This design comes from an exercise in tuning for small area, a short achievable clock period and few clock cycles per item on the open sky130 flow, not from production work. The RTL was checked by simulation tests, not by an equivalence proof against the original design. No activity file was given, so power comes from the tool's default toggle rates.

## dge_sha512
module dge_sha512 (
    input  wire         clk,
    input  wire         rst,             
    input  wire         start,
    input  wire [7:0]   alg,             
    input  wire         resume,
    input  wire [511:0] resume_h,        
    input  wire [63:0]  resume_count,    
    input  wire         abort,
    input  wire         in_valid,
    output reg          in_ready,
    input  wire [63:0]  in_data,
    input  wire         in_last,
    input  wire [3:0]   in_nbytes,
    output reg          busy,
    output reg          done,
    output reg          err,
    output wire [511:0] digest
);
clock: 13.0 ns
lec_check: 0
abc_area: 1
cap_margin: 20
core_margin: 2
core_utilization: 45
cts_cluster_diameter: 60
cts_cluster_size: 20
place_density: 0.7
slew_margin: 20
synth_memory_max_bits: 8192
standard.sh (not shown) runs the stock make flow with config.mk's settings and CLKGATE_MAP_FILE= SYNTH_SCRIPT=/design/flow/synth_recipe.tcl, a recipe that flattens the netlist after the stock synthesis.
==> flow/flow/run.sh <==
#!/bin/bash
# Standard synthesis, then the standard layout with: repair_timing aiming at
# a setup margin below the clock period (the SDC is unchanged), and a plain
# buffer (flow/port_buffer.txt) on every port.
set -euo pipefail
MARGIN=$(cat flow/margin.txt)
PORTBUF=$(cat flow/port_buffer.txt)
bash standard.sh synth > synth.log 2>&1
bash standard.sh SETUP_SLACK_MARGIN=$MARGIN "BUFFER_PORTS_ARGS=-buffer_cell $PORTBUF" finish > layout.log 2>&1
==> flow/flow/margin.txt <==
8.5
==> flow/flow/port_buffer.txt <==
sky130_fd_sc_hd__buf_1
The starting point finished but fails on max-slew violations.
Testbench counts at the start, summed over its fixed seeds: cycles 55,230, bytes 57,574.
Next try:
--- a/flow/config.mk
+++ b/flow/config.mk
@@ -10,5 +10,3 @@
 export CORE_MARGIN = 2
-export CORE_UTILIZATION = 45
-export CTS_CLUSTER_DIAMETER = 60
-export CTS_CLUSTER_SIZE = 20
+export CORE_UTILIZATION = 50
 export PLACE_DENSITY = 0.7
Outcome: Now the flow completed without violations; via count went up by 2.2%; clock-buffer cell count increases by 97; wire length grows by 1.2%; total power is higher by 6.8%; worst hold slack loses 0.037 ns; die area went down by 9.9%.
Next try:
--- a/flow/config.mk
+++ b/flow/config.mk
@@ -10,4 +10,4 @@
 export CORE_MARGIN = 2
-export CORE_UTILIZATION = 50
-export PLACE_DENSITY = 0.7
+export CORE_UTILIZATION = 60
+export PLACE_DENSITY = 0.75
 export SLEW_MARGIN = 20
After rerunning:
- Now the flow died in global routing (5_1_grt)
- area after synthesis is unchanged
- synthesized cell count does not change
Next try:
==> flow/flow/margin.txt (replaced) <==
9.0
--- a/flow/config.mk
+++ b/flow/config.mk
@@ -10,4 +10,4 @@
 export CORE_MARGIN = 2
-export CORE_UTILIZATION = 60
-export PLACE_DENSITY = 0.75
+export CORE_UTILIZATION = 45
+export PLACE_DENSITY = 0.7
 export SLEW_MARGIN = 20
Outcome:
- The changed run passed the timing, design-rule and antenna checks
- area after synthesis does not change
- synthesized cell count stays the same

* * *

Another version of the RTL of dge_sha512 (not shown whole).
Size in the first run: ~12,000 cells after synthesis, about 2,300 flip-flops, ~1,200 I/O pins, ~0.13 mm^2 of cells after synthesis.
Design dge_sha512, start of the top module:
module dge_sha512 (
    input  wire         clk,
    input  wire         rst,             
    input  wire         start,
    input  wire [7:0]   alg,             
    input  wire         resume,
    input  wire [511:0] resume_h,        
    input  wire [63:0]  resume_count,    
    input  wire         abort,
    input  wire         in_valid,
    output reg          in_ready,
    input  wire [63:0]  in_data,
    input  wire         in_last,
    input  wire [3:0]   in_nbytes,
    output reg          busy,
    output reg          done,
    output reg          err,
    output wire [511:0] digest
);
Settings: LEC_CHECK=0, ABC_AREA=1, CAP_MARGIN=20, CORE_MARGIN=2, CORE_UTILIZATION=50, PLACE_DENSITY=0.7, SLEW_MARGIN=20, SYNTH_MEMORY_MAX_BITS=8192; clock period 13.0 ns.
==> flow/flow/margin.txt <==
8.5
Scripts as last shown in full above: flow/flow/run.sh, flow/flow/port_buffer.txt
The first run finished with timing, DRC and antenna clean.
Testbench counts at the start, summed over its fixed seeds: cycles 55,230, bytes 57,574.
Next try:
- CORE_UTILIZATION: 50 -> 45
After rerunning:
- power is higher by 3.9%
- design area is higher by 1.5%
- die area is higher by 11%
- cell count is higher by 2.6%
- synthesized cell count stays the same
- utilization is lower by 5.1 points
- via count is lower by 0.49%
- wire length is higher by 4.6%
- hold slack improves by 0.035 ns

* * *

dge_sha512, a different RTL version from the one above (not shown whole).
Size: ~9600 cells after synthesis, ~2300 flip-flops, ~1200 I/O pins, ~120000 µm² of cells after synthesis.
clock: 13.0 ns
lec_check: 0
cap_margin: 20
core_margin: 2
core_utilization: 45
place_density: 0.7
slew_margin: 20
synth_memory_max_bits: 8192
==> flow/flow/margin.txt <==
7.5
==> flow/flow/port_buffer.txt <==
sky130_fd_sc_hd__buf_2
Scripts as last shown in full above: flow/flow/run.sh
Testbench counts at the start, summed over its fixed seeds: cycles 55,550, bytes 57,574.
==> next run, changes <==
==> flow/flow/margin.txt (replaced) <==
6.0
The changed run produced a clean layout. Final area goes down by 2.3%. Power goes down by 0.39%. Count of clock-buffer cells in the layout does not change. Die area is unchanged. Register-to-register slack gets worse by 1.2 ns. Setup slack gets worse by 1.2 ns. Core utilization goes down by 1.2 points. Clock skew goes down by 0.011 ns. Wire length goes down by 0.80%.
==> next run, changes <==
==> flow/flow/margin.txt (replaced) <==
8.5
Settings changed: CTS_BUF_LIST from default to sky130_fd_sc_hd__clkbuf_8.
The new run went through all stages and came out clean. Clock skew grows by 0.017 ns. Cell area grows by 7.6%. Setup slack gains 1.2 ns.
==> next run, changes <==
==> flow/flow/margin.txt (replaced) <==
7.0
Settings changed: CTS_BUF_LIST sky130_fd_sc_hd__clkbuf_8 to default.
Routed wire length goes down by 3.7%.
Setup slack degrades by 0.26 ns.
Sequential share of layout area rises by 3.0 points.
Total power goes up by 2.2%.
Via count falls by 5.0%.

* * *

Setup of run A:
dge_sha512, a different RTL version from the one above (not shown whole).
Size in the first run: about 2300 flip-flops, about 1200 I/O pins.
// dge_sha512
module dge_sha512 (
    input  wire         clk,
    input  wire         rst,             
    input  wire         start,
    input  wire [7:0]   alg,             
    input  wire         resume,
    input  wire [511:0] resume_h,        
    input  wire [63:0]  resume_count,    
    input  wire         abort,
    input  wire         in_valid,
    output reg          in_ready,
    input  wire [63:0]  in_data,
    input  wire         in_last,
    input  wire [3:0]   in_nbytes,
    output reg          busy,
    output reg          done,
    output reg          err,
    output wire [511:0] digest
);
clock: 13.0 ns
lec_check: 0
abc_area: 1
cap_margin: 20
core_margin: 2
core_utilization: 48
place_density: 0.7
slew_margin: 20
synth_memory_max_bits: 8192
==> flow/flow/margin.txt <==
8.5
==> flow/flow/port_buffer.txt <==
sky130_fd_sc_hd__buf_1
Scripts as last shown in full above: flow/flow/run.sh
Testbench counts of run A, summed over its fixed seeds: cycles 55,230, bytes 57,574.
#### Input delta (run B over run A)
- swapping 48 for 50 in CORE_UTILIZATION
Findings:
- Although it ran to completion, run B produced a layout that fails the final checks because of max-capacitance violations, max-slew violations.
- [diff] worst max-slew margin expressed relative to the limit, run B relative to run A: regression
- Looking only at final setup slack of the worst path, and setting everything else aside, the lower value of run A and run B goes to run A.
- Run B vs run A: multi-input combinational cell area up in run B
- Power: run B vs run A down 0.13 mW
- Run A -> run B: width of the die decreased by a few percent
- On number of buffers inserted by port buffering, run A and run B are neck and neck.
Input changes introduced in run C (baseline for comparison: run B):
- CORE_UTILIZATION now 55, was 50
Results
For the die boundary height, run C came in 4.6% lower than run B did.
Run B → run C: worst setup slack before clock tree synthesis dropped 110 ps; per-instance average area after synthesis barely changed.
Diff run C..run B | number of nets produced by synthesis | unchanged
The flow ended early for run C: it failed with a tool error in global routing.
Input changes introduced in run D (baseline for comparison: run C):
- a change of CORE_UTILIZATION from 55 to 45
==> summary.txt <==
Run D | status: complete | timing, DRC, antenna: pass. Relative to run C, the total setup buffers inserted after CTS of run D is lower by 154. Die boundary height (run D over run C): increase, about 10%. Clock sink count: run C vs run D identical. In run D the weighted congestion at the end of routability-driven global placement turned out about 1.2% lower than in run C. Run D vs run C: cell count after placement up in run D. Against run C as the reference, run D delivers a higher post-detailed-placement cell area. Delta (run D minus run C): initial standard-cell utilization of the core -10 points; number of levels the H-tree was split into increased 1; worst setup slack before clock tree synthesis higher; cell area after synthesis barely changed.

* * *

v6:
RTL: one of the versions met above, not the one the previous note started from.
Size in the first run: roughly 13,000 cells after synthesis, ~1,200 I/O pins, ~130,000 sq um of cells after synthesis.
==> flow/config.mk <==
export PLATFORM = sky130hd
export DESIGN_NAME = dge_sha512
export DESIGN_NICKNAME = dge_sha512
export VERILOG_FILES = /design/flow/design.v
export SDC_FILE = /design/flow/constraint.sdc
export NUM_CORES = 8
export LEC_CHECK = 0
export ABC_AREA = 1
export CAP_MARGIN = 20
export CORE_MARGIN = 2
export CORE_UTILIZATION = 50
export CTS_BUF_LIST = sky130_fd_sc_hd__clkbuf_8
export PLACE_DENSITY = 0.7
export SLEW_MARGIN = 20
export SYNTH_MEMORY_MAX_BITS = 8192
==> flow/constraint.sdc <==
create_clock -name core_clock -period 13.0 [get_ports {clk}]
set_input_delay 2.6000 -clock core_clock [delete_from_list [all_inputs] [get_ports {clk}]]
set_output_delay 2.6000 -clock core_clock [all_outputs]
set_load 0.01 [all_outputs]
Scripts as last shown in full above: flow/flow/run.sh, flow/flow/margin.txt, flow/flow/port_buffer.txt
Testbench counts of v6, summed over its fixed seeds: cycles 55,230, bytes 57,574.
--- input diff v6..v7 ---
- swapping 50 for 45 in CORE_UTILIZATION
- clearing CTS_BUF_LIST, which used to be sky130_fd_sc_hd__clkbuf_8
[summary]
Between v6 and v7, the post-route clock period utilization is higher for v7.
Going from v6 to v7, combinational share of power down 0.5 points; path length in cells of the critical path shrank by 11; final cell area excluding filler cells rose about 1.2%.
Global-route usage (lower): v7
Worst hold margin was higher in the run labelled v7.

* * *

dge_sha512, a different RTL version from the one above (not shown whole).
Size in the first run: roughly 13000 cells after synthesis, ~2300 flip-flops, roughly 1200 I/O pins, roughly 130000 sq um of cells after synthesis.
export LEC_CHECK = 0
export ABC_AREA = 1
export CAP_MARGIN = 20
export CORE_MARGIN = 2
export CORE_UTILIZATION = 50
export PLACE_DENSITY = 0.7
export SLEW_MARGIN = 20
export SYNTH_MEMORY_MAX_BITS = 8192
create_clock -name core_clock -period 13.0 [get_ports {clk}]
Scripts as last shown in full above: flow/flow/run.sh, flow/flow/margin.txt, flow/flow/port_buffer.txt
The baseline finished clean.
Testbench counts at the start, summed over its fixed seeds: cycles 55,230, bytes 57,574.
Edit:
CORE_UTILIZATION = 45   (was 50)
Result: Register-to-register slack is better by 1.3 ns. Via count decreases by 3.7%. Wire length decreases by 4.9%.
Edit:
==> flow/flow/margin.txt (replaced) <==
8.8
The changed run went through all stages and came out clean.
Power increases slightly.
Via count increases by a few percent.
Flip-flop and latch count stays the same.
Worst setup slack is better by 0.12 ns.
Sequential power decreases slightly.
Synthesized cell count is unchanged.

* * *

Setup of north:
Another version of the RTL of dge_sha512 (not shown whole).
Size in the first run: roughly 12000 cells after synthesis, ~1200 I/O pins.
Settings: LEC_CHECK=0, ABC_AREA=1, CAP_MARGIN=20, CORE_MARGIN=2, CORE_UTILIZATION=45, PLACE_DENSITY=0.7, SLEW_MARGIN=20, SYNTH_MEMORY_MAX_BITS=8192; clock period 13.0 ns.
==> flow/flow/margin.txt <==
7.5
==> flow/flow/port_buffer.txt <==
sky130_fd_sc_hd__buf_2
Scripts as last shown in full above: flow/flow/run.sh
Testbench counts of north, summed over its fixed seeds: cycles 55,230, bytes 57,574.
Modified inputs, south compared to north
==> flow/flow/margin.txt <==
8.5
==> flow/flow/port_buffer.txt <==
sky130_fd_sc_hd__buf_1
Share of cells above drive strength 1 in south is 2.7 points lower than in north. The critical path data required time of south is lower than that of north. Going from north to south, the number of logic stages on the critical path including buffering was found to have gone up by 3. Summary of the comparison: area taken by multi-input logic gates is higher in south, relative to north. Diff north -> south: leakage power total decreased 1.6%; multi-input gate count essentially unchanged. Global routing met3 resource utilization on south is up relative to north.

[port drivers added, routing unchanged]
Ports are ideal in the flow. The routed layouts listed here were re-timed in OpenROAD. Step 1 (the two cells are an assumption about what drives the block):
set clk [get_ports {clk}]
set_driving_cell -lib_cell sky130_fd_sc_hd__clkbuf_16 $clk
set_driving_cell -lib_cell sky130_fd_sc_hd__buf_2 [delete_from_list [all_inputs] $clk]
Step 2 times the ports against the registers' clock, not the clock port: input delays grow and output delays shrink by t, the midpoint of the rising clock arrivals with the driver on. a / b / c = no drivers / after step 1 / after step 2; a / b = the first two.
run	t (ns)	setup WS [ns]	worst setup path at the end	slew at the worst register clock pin (ns)	pins driven straight from the clock port
the first run of note 1	1.014	8.199 / 8.199 / 7.435	input to register	0.09 / 0.09	1
the second run of note 1	1.061	8.278 / 8.278 / 7.323	input to register	0.09 / 0.09	1
the fourth run of note 1	1.003	8.186 / 8.186 / 7.801	input to register	0.08 / 0.08	1
the first run of note 2	1.006	8.333 / 8.333 / 7.579	input to register	0.07 / 0.07	1
the second run of note 2	1.040	8.155 / 8.155 / 7.565	input to register	0.07 / 0.07	1
the first run of note 3	1.048	7.277 / 7.277 / 6.727	input to register	0.09 / 0.09	1
the second run of note 3	1.050	6.104 / 6.104 / 6.104	register to register	0.09 / 0.09	1
the third run of note 3	1.215	7.304 / 7.304 / 7.304	register to register	0.08 / 0.08	1
the fourth run of note 3	1.042	7.044 / 7.044 / 6.745	input to register	0.08 / 0.08	1
run A	0.971	8.276 / 8.276 / 7.613	input to register	0.07 / 0.07	1
run B	1.030	8.313 / 8.241 / 7.625	input to register	0.08 / 0.08	1
run D	0.996	8.175 / 8.175 / 7.557	input to register	0.07 / 0.07	1
v6	1.146	8.185 / 8.185 / 7.294	input to register	0.08 / 0.08	1
v7	0.975	8.062 / 8.132 / 7.157	input to register	0.08 / 0.08	1
the first run of note 6	1.006	7.086 / 7.086 / 7.086	register to register	0.09 / 0.09	1
the second run of note 6	1.022	8.338 / 8.338 / 7.377	input to register	0.07 / 0.07	1
the third run of note 6	1.044	8.459 / 8.459 / 7.749	input to register	0.08 / 0.08	1
north	1.026	7.381 / 7.381 / 6.769	input to register	0.07 / 0.07	1
south	1.044	7.863 / 7.863 / 7.527	input to register	0.08 / 0.08	1
For the second run of note 6, which loses most, drivers alone change the setup slack by 0.000 ns; drivers and shift together by -0.961 ns.
